This design comes from an exercise in tuning for small area, a short achievable clock period and few clock cycles on the open sky130 flow, not from production work. Function was checked by simulation only, so behaviour that the tests miss may differ from the original. Power is estimated from default activity; no workload was simulated.

==> inputs of v18 <==
// ce_alu
module ce_alu (
    input  wire        clk,
    input  wire        rst,         
    input  wire        in_valid,
    output wire        in_ready,
    input  wire [7:0]  op,
    input  wire [1:0]  sz,          
    input  wire [31:0] a,           
    input  wire [31:0] b,           
    input  wire [31:0] c,           
    input  wire [4:0]  flags_in,    
    output reg         out_valid,
    output reg  [31:0] result,
    output wire [4:0]  flags_out,
    output reg         wr_d,
    output reg  [1:0]  exc          
);
clock: 10.0 ns
lec_check: 0
abc_area: 1
cap_margin: 20
core_margin: 2
core_utilization: 35
setup_slack_margin: 5
slew_margin: 20
tns_end_percent: 0
run.sh (not shown) runs the stock make flow with config.mk's settings and CLKGATE_MAP_FILE= SYNTH_SCRIPT=/design/flow/synth_recipe.tcl, a recipe that flattens the netlist after the stock synthesis.
==> v29: changes against v18 <==
==> flow/flow/run.sh (new file) <==
#!/bin/bash
set -euo pipefail
bash standard.sh SETUP_SLACK_MARGIN=7 finish > standard.log 2>&1
==> flow/standard.sh (new file) <==
#!/bin/bash
# synth_recipe.tcl (not shown) runs the flow's synth.tcl, then flattens the netlist and writes it again
# the make line also repeats each setting of config.mk as NAME=value (left out here)
make -C /OpenROAD-flow-scripts/flow DESIGN_CONFIG=/design/flow/config.mk WORK_HOME=/design/flow/orfs CLKGATE_MAP_FILE= SYNTH_SCRIPT=/design/flow/synth_recipe.tcl "${@:-finish}"
removed: flow/run.sh
==> run notes <==
| quantity | v29 | v18 |
|---|---|---|
| Post-layout power | 5.66 mW | 5.31 mW |
| Peak ir drop on the vdd network | 0.164 mV | 0.152 mV |
| Status | no timing/DRC/antenna violations | no timing/DRC/antenna violations |
| Met2 WL | 87500 um | 83500 um |
| Met1 Resource Use GR | 0.631 | 0.641 |
| Max Clock Skew | 0.0288 ns | 0.0393 ns |
| Worst Tran Pin Value | 1.28 ns | 1.33 ns |
| Number of diodes added for antenna fixing | 17 | 9 |
| Worst hold slack | 0.475 ns | 0.467 ns |
| Share of final-layout standard cells stronger than drive strength 1 | 0.149 | 0.118 |
| Clock insertion delay at the later pin of the skew report | 0.57 ns | 0.58 ns |
| Instance area at placement | 31700 um2 | 31600 um2 |
| Critical Path End | result[20] | result[24] |
| GR Layer Usage met2 | 0.709 | 0.669 |
| Combinational group share of total power | 0.657 | 0.636 |
| Multi-input gate share of total cell area | 0.611 | 0.614 |
| Post-route cell area | 35800 um2 | 34600 um2 |
| Via-to-Cell Ratio | 6.89 | 6.83 |
| Power per unit of standard cell area | 158 nW/um2 | 153 nW/um2 |
| Flip-flop and latch area | 5330 um2 | 5330 um2 |
Testbench counts of v18, summed over its fixed seeds: cycles 5,894.
Testbench counts of v29, summed over its fixed seeds: cycles 5,894.

==> inputs of maple <==
Another version of the RTL of ce_alu (not shown whole).
export LEC_CHECK = 0
export ABC_AREA = 1
export CAP_MARGIN = 20
export CORE_MARGIN = 2
export CORE_UTILIZATION = 35
export SETUP_SLACK_MARGIN = 5
export SLEW_MARGIN = 20
export TNS_END_PERCENT = 0
create_clock -name core_clock -period 10.0 [get_ports {clk}]
standard.sh (not shown) runs the stock make flow with config.mk's settings and CLKGATE_MAP_FILE= SYNTH_SCRIPT=/design/flow/synth_recipe.tcl, a recipe that flattens the netlist after the stock synthesis.
==> flow/flow/run.sh <==
#!/bin/bash
set -euo pipefail
bash standard.sh SETUP_SLACK_MARGIN=7 finish > standard.log 2>&1
==> inputs of xenon, as changes to maple <==
--- a/flow/design.v
+++ b/flow/design.v
@@ -33,24 +33,22 @@
                         fo_zr ? (result == 32'd0) : fo_base[FZ],
                         fo_base[FV], fo_base[FC]};
     reg        rdy;
     reg        v1;
     reg [3:0]  st;
     reg [4:0]  cnt;
-    reg        neg_q_r, neg_r_r, mcorr_r;
+    reg        neg_q_r, neg_r_r, mcorr_r, ym1;
     reg [7:0]  op1;
     reg [1:0]  sz1;
     reg [31:0] a1, b1, c1;
     reg [4:0]  f1;
     assign in_ready = rdy;
     wire [31:0] mask_in = (sz == 2'd0) ? 32'h0000_00FF :
                           (sz == 2'd1) ? 32'h0000_FFFF : 32'hFFFF_FFFF;
     wire        crc_in  = (op == 8'h37) || (op == 8'h38);
     wire        mul_in  = (op == 8'h14) || (op == 8'h15) || (op == 8'h16);
-    wire [31:0] a_sx_in = (sz == 2'd0) ? {{24{a[7]}}, a[7:0]} :
-                          (sz == 2'd1) ? {{16{a[15]}}, a[15:0]} : a;
     wire s8  = (sz1 == 2'd0);
     wire s16 = (sz1 == 2'd1);
     wire [31:0] mask = s8 ? 32'h0000_00FF : s16 ? 32'h0000_FFFF : 32'hFFFF_FFFF;
     wire [4:0]  modmask = s8 ? 5'd7 : s16 ? 5'd15 : 5'd31;
     function automatic msb_at(input [31:0] x, input [1:0] s);
         msb_at = (s == 2'd0) ? x[7] : (s == 2'd1) ? x[15] : x[31];
@@ -132,18 +130,15 @@
     wire        is_shr  = op_sh & ~op1[3] & op1[0];
     wire        is_sar  = op_sh & op1[3] & ~op1[1] & ~op1[0];
     wire        is_rol  = op_sh & op1[3] & op1[0];
     wire        sh_rot  = op_sh & op1[3] & (op1[1] | op1[0]);
     wire [4:0]  dnorm, dnorm_l;
     wire [31:0] rt_x    = dnorm_act ? b1 : rep;
-    reg  [4:0]  rts;
-    wire [4:0]  k_in    = b[4:0] & ((op == 8'h29 || op == 8'h2A) ?
-                          ((sz == 2'd0) ? 5'd7 : (sz == 2'd1) ? 5'd15 : 5'd31) : 5'd31);
-    wire [4:0]  rts_in  = (op == 8'h26 || op == 8'h29) ? (5'd0 - k_in) : k_in;
-    always @(posedge clk) if (rdy) rts <= rts_in;
-    wire [4:0]  rt_s    = dnorm_act ? dnorm_l : rts;
+    wire [4:0]  rt_amt  = sh_rot ? kr : k;
+    wire        rt_left = is_shl || is_rol;
+    wire [4:0]  rt_s    = dnorm_act ? dnorm_l : rt_left ? (5'd0 - rt_amt) : rt_amt;
     wire [31:0] rt1 = rt_s[0] ? {rt_x[0],    rt_x[31:1]}  : rt_x;
     wire [31:0] rt2 = rt_s[1] ? {rt1[1:0],   rt1[31:2]}   : rt1;
     wire [31:0] rt3 = rt_s[2] ? {rt2[3:0],   rt2[31:4]}   : rt2;
     wire [31:0] rt4 = rt_s[3] ? {rt3[7:0],   rt3[31:8]}   : rt3;
     wire [31:0] rot = rt_s[4] ? {rt4[15:0],  rt4[31:16]}  : rt4;
     wire [31:0] thr     = 32'hFFFF_FFFF >> k;           
@@ -199,25 +194,25 @@
         end
     endfunction
     wire [31:0] crc_c = crc_byte(a1, b1[7:0], 32'h82F6_3B78);
     wire [31:0] crc_e = crc_byte(a1, b1[7:0], 32'hEDB8_8320);
     wire [31:0] crc_r = op1[0] ? crc_c : crc_e;
     wire        mul_hs   = op1[1];
-    wire [32:0] mx       = {mul_hs & a1[31], a1};    
+    wire [32:0] mx       = {mul_hs & a_neg, mul_hs ? (s8 ? {{24{a1[7]}}, a1[7:0]} :
+                                                      s16 ? {{16{a1[15]}}, a1[15:0]} : a1)
+                                                   : a1};
     wire [31:0] macc     = c1;                   
-    function automatic [2:0] booth_sel(input [2:0] g);    
-        booth_sel = {g[2] & ~(g[1] & g[0]),
-                     (g == 3'b011) || (g == 3'b100),
-                     g[1] ^ g[0]};
-    endfunction
-    reg  [5:0]  bsel;
-    wire [31:0] b_in_m = b & mask_in;
-    wire [5:0]  bsel_n = rdy ? {booth_sel(b_in_m[3:1]), booth_sel({b_in_m[1:0], 1'b0})}
-                             : {booth_sel(b1[7:5]), booth_sel(b1[5:3])};
-    wire        bo0  = bsel[0], bt0 = bsel[1], bn0 = bsel[2];
-    wire        bo1  = bsel[3], bt1 = bsel[4], bn1 = bsel[5];
+    wire        y_m1     = ym1;                  
+    wire [2:0]  bg0  = {b1[1], b1[0], y_m1};
+    wire [2:0]  bg1  = {b1[3], b1[2], b1[1]};
+    wire        bn0  = bg0[2] & ~(bg0[1] & bg0[0]);
+    wire        bn1  = bg1[2] & ~(bg1[1] & bg1[0]);
+    wire        bo0  = bg0[1] ^ bg0[0];
+    wire        bt0  = (bg0 == 3'b011) || (bg0 == 3'b100);
+    wire        bo1  = bg1[1] ^ bg1[0];
+    wire        bt1  = (bg1 == 3'b011) || (bg1 == 3'b100);
     wire [37:0] mxe  = {{5{mx[32]}}, mx};
     wire [37:0] mxe2 = {mxe[36:0], 1'b0};
     wire [37:0] mp0  = ((mxe & {38{bo0}}) | (mxe2 & {38{bt0}})) ^ {38{bn0}};
     wire [37:0] mp1x = ((mxe & {38{bo1}}) | (mxe2 & {38{bt1}})) ^ {38{bn1}};
     wire [37:0] mp1  = {mp1x[35:0], 2'b00};
     wire [37:0] mpa  = {{6{macc[31]}}, macc};
@@ -329,24 +324,24 @@
                         cnt_n = s16 ? 5'd1 : 5'd3;
                     end
                 end else if (op_mul) begin
                     st_n  = ST_MUL;
                     cnt_n = s8 ? 5'd1 : s16 ? 5'd3 : 5'd7;
                 end else begin                          
-                    o_res = d_quot ? 32'd0 : a1;        
                     if (bzero) begin
                         o_v   = 1'b1;
                         o_fm  = 5'd0;
                         o_wr  = 1'b0;
                         o_exc = 2'd1;
                     end else if (abs_a) begin
                         st_n  = abs_b ? ST_DIVA : ST_DIVB;
                     end else if (abs_b) begin
                         st_n  = ST_DIVB;
                     end else if (qzero) begin           
                         o_v   = 1'b1;
+                        o_res = d_quot ? 32'd0 : a1;
                     end else begin
                         st_n  = ST_DIV;
                         cnt_n = dnorm;
                     end
                 end
             end
@@ -372,16 +367,16 @@
                 o_v   = 1'b1;
                 o_res = ad_r;
                 st_n  = ST_NORM;
             end
             ST_DIVA: st_n = ST_DIVB;
             ST_DIVB: begin
-                o_res = d_quot ? 32'd0 : a1;
                 if (qzero) begin
                     if (d_quot || !neg_r) begin
                         o_v   = 1'b1;
+                        o_res = d_quot ? 32'd0 : a1;
                         st_n  = ST_NORM;
                     end else
                         st_n  = ST_DIVF;
                 end else begin
                     st_n  = ST_DIV;
                     cnt_n = dnorm;
@@ -466,20 +461,20 @@
         exc       <= o_exc;
         if (norm) begin
             neg_q_r <= nq_c;
             neg_r_r <= nr_c;
             mcorr_r <= mcorr_c;
         end
-        bsel <= bsel_n;
+        ym1 <= rdy ? 1'b0 : b1[3];
     end
     always @(posedge clk) begin
         if (rdy) begin
             op1 <= op;
             cls1 <= op_class(op, sz);
             sz1 <= sz;
-            a1  <= crc_in ? a : (op == 8'h16) ? (a_sx_in) : (a & mask_in);
+            a1  <= crc_in ? a : (a & mask_in);
             b1  <= b & mask_in;
             c1  <= mul_in ? 32'd0 : (c & mask_in);
             f1  <= flags_in;
         end else begin
             case (st)
                 ST_NORM: begin
==> flow/run.sh (new file) <==
#!/bin/bash
# synth_recipe.tcl (not shown) runs the flow's synth.tcl, then flattens the netlist and writes it again
# the make line also repeats each setting of config.mk as NAME=value (left out here)
make -C /OpenROAD-flow-scripts/flow DESIGN_CONFIG=/design/flow/config.mk WORK_HOME=/design/flow/orfs CLKGATE_MAP_FILE= SYNTH_SCRIPT=/design/flow/synth_recipe.tcl finish
removed: flow/flow/run.sh
removed: flow/standard.sh
==> inputs of zinc, as changes to maple <==
--- a/flow/design.v
+++ b/flow/design.v
@@ -33,24 +33,22 @@
                         fo_zr ? (result == 32'd0) : fo_base[FZ],
                         fo_base[FV], fo_base[FC]};
     reg        rdy;
     reg        v1;
     reg [3:0]  st;
     reg [4:0]  cnt;
-    reg        neg_q_r, neg_r_r, mcorr_r;
+    reg        neg_q_r, neg_r_r, mcorr_r, ym1;
     reg [7:0]  op1;
     reg [1:0]  sz1;
     reg [31:0] a1, b1, c1;
     reg [4:0]  f1;
     assign in_ready = rdy;
     wire [31:0] mask_in = (sz == 2'd0) ? 32'h0000_00FF :
                           (sz == 2'd1) ? 32'h0000_FFFF : 32'hFFFF_FFFF;
     wire        crc_in  = (op == 8'h37) || (op == 8'h38);
     wire        mul_in  = (op == 8'h14) || (op == 8'h15) || (op == 8'h16);
-    wire [31:0] a_sx_in = (sz == 2'd0) ? {{24{a[7]}}, a[7:0]} :
-                          (sz == 2'd1) ? {{16{a[15]}}, a[15:0]} : a;
     wire s8  = (sz1 == 2'd0);
     wire s16 = (sz1 == 2'd1);
     wire [31:0] mask = s8 ? 32'h0000_00FF : s16 ? 32'h0000_FFFF : 32'hFFFF_FFFF;
     wire [4:0]  modmask = s8 ? 5'd7 : s16 ? 5'd15 : 5'd31;
     function automatic msb_at(input [31:0] x, input [1:0] s);
         msb_at = (s == 2'd0) ? x[7] : (s == 2'd1) ? x[15] : x[31];
@@ -132,18 +130,15 @@
     wire        is_shr  = op_sh & ~op1[3] & op1[0];
     wire        is_sar  = op_sh & op1[3] & ~op1[1] & ~op1[0];
     wire        is_rol  = op_sh & op1[3] & op1[0];
     wire        sh_rot  = op_sh & op1[3] & (op1[1] | op1[0]);
     wire [4:0]  dnorm, dnorm_l;
     wire [31:0] rt_x    = dnorm_act ? b1 : rep;
-    reg  [4:0]  rts;
-    wire [4:0]  k_in    = b[4:0] & ((op == 8'h29 || op == 8'h2A) ?
-                          ((sz == 2'd0) ? 5'd7 : (sz == 2'd1) ? 5'd15 : 5'd31) : 5'd31);
-    wire [4:0]  rts_in  = (op == 8'h26 || op == 8'h29) ? (5'd0 - k_in) : k_in;
-    always @(posedge clk) if (rdy) rts <= rts_in;
-    wire [4:0]  rt_s    = dnorm_act ? dnorm_l : rts;
+    wire [4:0]  rt_amt  = sh_rot ? kr : k;
+    wire        rt_left = is_shl || is_rol;
+    wire [4:0]  rt_s    = dnorm_act ? dnorm_l : rt_left ? (5'd0 - rt_amt) : rt_amt;
     wire [31:0] rt1 = rt_s[0] ? {rt_x[0],    rt_x[31:1]}  : rt_x;
     wire [31:0] rt2 = rt_s[1] ? {rt1[1:0],   rt1[31:2]}   : rt1;
     wire [31:0] rt3 = rt_s[2] ? {rt2[3:0],   rt2[31:4]}   : rt2;
     wire [31:0] rt4 = rt_s[3] ? {rt3[7:0],   rt3[31:8]}   : rt3;
     wire [31:0] rot = rt_s[4] ? {rt4[15:0],  rt4[31:16]}  : rt4;
     wire [31:0] thr     = 32'hFFFF_FFFF >> k;           
@@ -199,25 +194,25 @@
         end
     endfunction
     wire [31:0] crc_c = crc_byte(a1, b1[7:0], 32'h82F6_3B78);
     wire [31:0] crc_e = crc_byte(a1, b1[7:0], 32'hEDB8_8320);
     wire [31:0] crc_r = op1[0] ? crc_c : crc_e;
     wire        mul_hs   = op1[1];
-    wire [32:0] mx       = {mul_hs & a1[31], a1};    
+    wire [32:0] mx       = {mul_hs & a_neg, mul_hs ? (s8 ? {{24{a1[7]}}, a1[7:0]} :
+                                                      s16 ? {{16{a1[15]}}, a1[15:0]} : a1)
+                                                   : a1};
     wire [31:0] macc     = c1;                   
-    function automatic [2:0] booth_sel(input [2:0] g);    
-        booth_sel = {g[2] & ~(g[1] & g[0]),
-                     (g == 3'b011) || (g == 3'b100),
-                     g[1] ^ g[0]};
-    endfunction
-    reg  [5:0]  bsel;
-    wire [31:0] b_in_m = b & mask_in;
-    wire [5:0]  bsel_n = rdy ? {booth_sel(b_in_m[3:1]), booth_sel({b_in_m[1:0], 1'b0})}
-                             : {booth_sel(b1[7:5]), booth_sel(b1[5:3])};
-    wire        bo0  = bsel[0], bt0 = bsel[1], bn0 = bsel[2];
-    wire        bo1  = bsel[3], bt1 = bsel[4], bn1 = bsel[5];
+    wire        y_m1     = ym1;                  
+    wire [2:0]  bg0  = {b1[1], b1[0], y_m1};
+    wire [2:0]  bg1  = {b1[3], b1[2], b1[1]};
+    wire        bn0  = bg0[2] & ~(bg0[1] & bg0[0]);
+    wire        bn1  = bg1[2] & ~(bg1[1] & bg1[0]);
+    wire        bo0  = bg0[1] ^ bg0[0];
+    wire        bt0  = (bg0 == 3'b011) || (bg0 == 3'b100);
+    wire        bo1  = bg1[1] ^ bg1[0];
+    wire        bt1  = (bg1 == 3'b011) || (bg1 == 3'b100);
     wire [37:0] mxe  = {{5{mx[32]}}, mx};
     wire [37:0] mxe2 = {mxe[36:0], 1'b0};
     wire [37:0] mp0  = ((mxe & {38{bo0}}) | (mxe2 & {38{bt0}})) ^ {38{bn0}};
     wire [37:0] mp1x = ((mxe & {38{bo1}}) | (mxe2 & {38{bt1}})) ^ {38{bn1}};
     wire [37:0] mp1  = {mp1x[35:0], 2'b00};
     wire [37:0] mpa  = {{6{macc[31]}}, macc};
@@ -329,24 +324,24 @@
                         cnt_n = s16 ? 5'd1 : 5'd3;
                     end
                 end else if (op_mul) begin
                     st_n  = ST_MUL;
                     cnt_n = s8 ? 5'd1 : s16 ? 5'd3 : 5'd7;
                 end else begin                          
-                    o_res = d_quot ? 32'd0 : a1;        
                     if (bzero) begin
                         o_v   = 1'b1;
                         o_fm  = 5'd0;
                         o_wr  = 1'b0;
                         o_exc = 2'd1;
                     end else if (abs_a) begin
                         st_n  = abs_b ? ST_DIVA : ST_DIVB;
                     end else if (abs_b) begin
                         st_n  = ST_DIVB;
                     end else if (qzero) begin           
                         o_v   = 1'b1;
+                        o_res = d_quot ? 32'd0 : a1;
                     end else begin
                         st_n  = ST_DIV;
                         cnt_n = dnorm;
                     end
                 end
             end
@@ -372,16 +367,16 @@
                 o_v   = 1'b1;
                 o_res = ad_r;
                 st_n  = ST_NORM;
             end
             ST_DIVA: st_n = ST_DIVB;
             ST_DIVB: begin
-                o_res = d_quot ? 32'd0 : a1;
                 if (qzero) begin
                     if (d_quot || !neg_r) begin
                         o_v   = 1'b1;
+                        o_res = d_quot ? 32'd0 : a1;
                         st_n  = ST_NORM;
                     end else
                         st_n  = ST_DIVF;
                 end else begin
                     st_n  = ST_DIV;
                     cnt_n = dnorm;
@@ -466,20 +461,20 @@
         exc       <= o_exc;
         if (norm) begin
             neg_q_r <= nq_c;
             neg_r_r <= nr_c;
             mcorr_r <= mcorr_c;
         end
-        bsel <= bsel_n;
+        ym1 <= rdy ? 1'b0 : b1[3];
     end
     always @(posedge clk) begin
         if (rdy) begin
             op1 <= op;
             cls1 <= op_class(op, sz);
             sz1 <= sz;
-            a1  <= crc_in ? a : (op == 8'h16) ? (a_sx_in) : (a & mask_in);
+            a1  <= crc_in ? a : (a & mask_in);
             b1  <= b & mask_in;
             c1  <= mul_in ? 32'd0 : (c & mask_in);
             f1  <= flags_in;
         end else begin
             case (st)
                 ST_NORM: begin
==> flow/run.sh (new file) <==
#!/bin/bash
# synth_recipe.tcl (not shown) runs the flow's synth.tcl, then flattens the netlist and writes it again
# the make line also repeats each setting of config.mk as NAME=value (left out here)
make -C /OpenROAD-flow-scripts/flow DESIGN_CONFIG=/design/flow/config.mk WORK_HOME=/design/flow/orfs CLKGATE_MAP_FILE= SYNTH_SCRIPT=/design/flow/synth_recipe.tcl finish
==> flow/config.mk (replaced) <==
export PLATFORM = sky130hd
export DESIGN_NAME = ce_alu
export DESIGN_NICKNAME = ce_alu
export VERILOG_FILES = /design/flow/design.v
export SDC_FILE = /design/flow/constraint.sdc
export NUM_CORES = 4
export LEC_CHECK = 0
export CAP_MARGIN = 20
export CORE_MARGIN = 2
export CORE_UTILIZATION = 35
export SETUP_SLACK_MARGIN = 5
export SLEW_MARGIN = 20
export TNS_END_PERCENT = 0
removed: flow/flow/run.sh
removed: flow/standard.sh
==> flow_metrics.env <==
export IMPL_worstPathRequired_ns=10.45
export IMPL_wl_um=295000
export IMPL_fin_area_mm2=0.0443
export IMPL_cts_sinks=193
export IMPL_synthesis_area_mm2=0.0347
export IMPL_layout_nets=6367
export IMPL_multi_input_area_mm2=0.0289
export IMPL_status="no timing/DRC/antenna violations"
export IMPL_met3_usage_pct=31.2
export IMPL_worstSetupStartpoint="a1[4]"
export IMPL_final_period_utilization_pct=48.4
export IMPL_dieArea_mm2=0.102
export IMPL_initial_core_util_pct=35.3
# the run above: maple

==> flow_metrics.env <==
export IMPL_status="no timing/DRC/antenna violations"
export IMPL_power_internal_uw=2870
export IMPL_met3_usage_pct=31.4
export IMPL_async_flop_share_pct=0
export IMPL_dieArea_mm2=0.102
export IMPL_worstSetupStartpoint="b1[4]"
export IMPL_worstPathRequired_ns=10.42
export IMPL_final_period_utilization_pct=59.9
export IMPL_synthesis_area_mm2=0.0347
export IMPL_multi_input_area_mm2=0.0286
export IMPL_layout_nets=5272
export IMPL_initial_core_util_pct=35.3
export IMPL_cts_sinks=183
# the run above: zinc

==> flow_metrics.env <==
export IMPL_cts_sinks=183
export IMPL_synthesis_area_mm2=0.0332
export IMPL_initial_core_util_pct=35.4
export IMPL_multi_input_area_mm2=0.0271
export IMPL_wl_um=268000
export IMPL_met3_usage_pct=26.9
export IMPL_layout_nets=5910
export IMPL_status="no timing/DRC/antenna violations"
export IMPL_worstPathRequired_ns=10.40
export IMPL_dieArea_mm2=0.0972
# the run above: xenon

Testbench counts of maple, summed over its fixed seeds: cycles 5,894.
Testbench counts of xenon, summed over its fixed seeds: cycles 5,894.
Testbench counts of zinc, summed over its fixed seeds: cycles 5,894.

static timing again, ports no longer ideal:
In the flow no input, the clock included, has a driving cell. The finished layouts below were timed again as built, in two steps.
Step 1, drivers: a clkbuf_16 drives clk and a buf_2 each remaining input, both assumed.
Step 2 moves the port delays by t, midway between the first and last clock arrival at a register: inputs arrive t later, outputs are due t later. That takes back most of the time a late clock gives input paths.
Slacks: ideal ports / drivers / drivers and shift; pairs: ideal ports / drivers.
run	t, ns	slack for setup (ns)	latest minus earliest clock arrival (ns)
v18	0.628	4.794 / 4.794 / 4.531	0.039 / 0.040
v29	0.631	5.038 / 5.038 / 4.767	0.029 / 0.029
maple	0.644	5.159 / 5.159 / 5.034	0.034 / 0.034
xenon	0.645	4.673 / 4.673 / 4.193	0.030 / 0.030
zinc	0.643	4.009 / 4.009 / 4.009	0.031 / 0.031
After both steps every run listed still meets setup and hold. For xenon, which loses most, drivers alone change the setup slack by 0.000 ns; drivers and shift together by -0.480 ns.
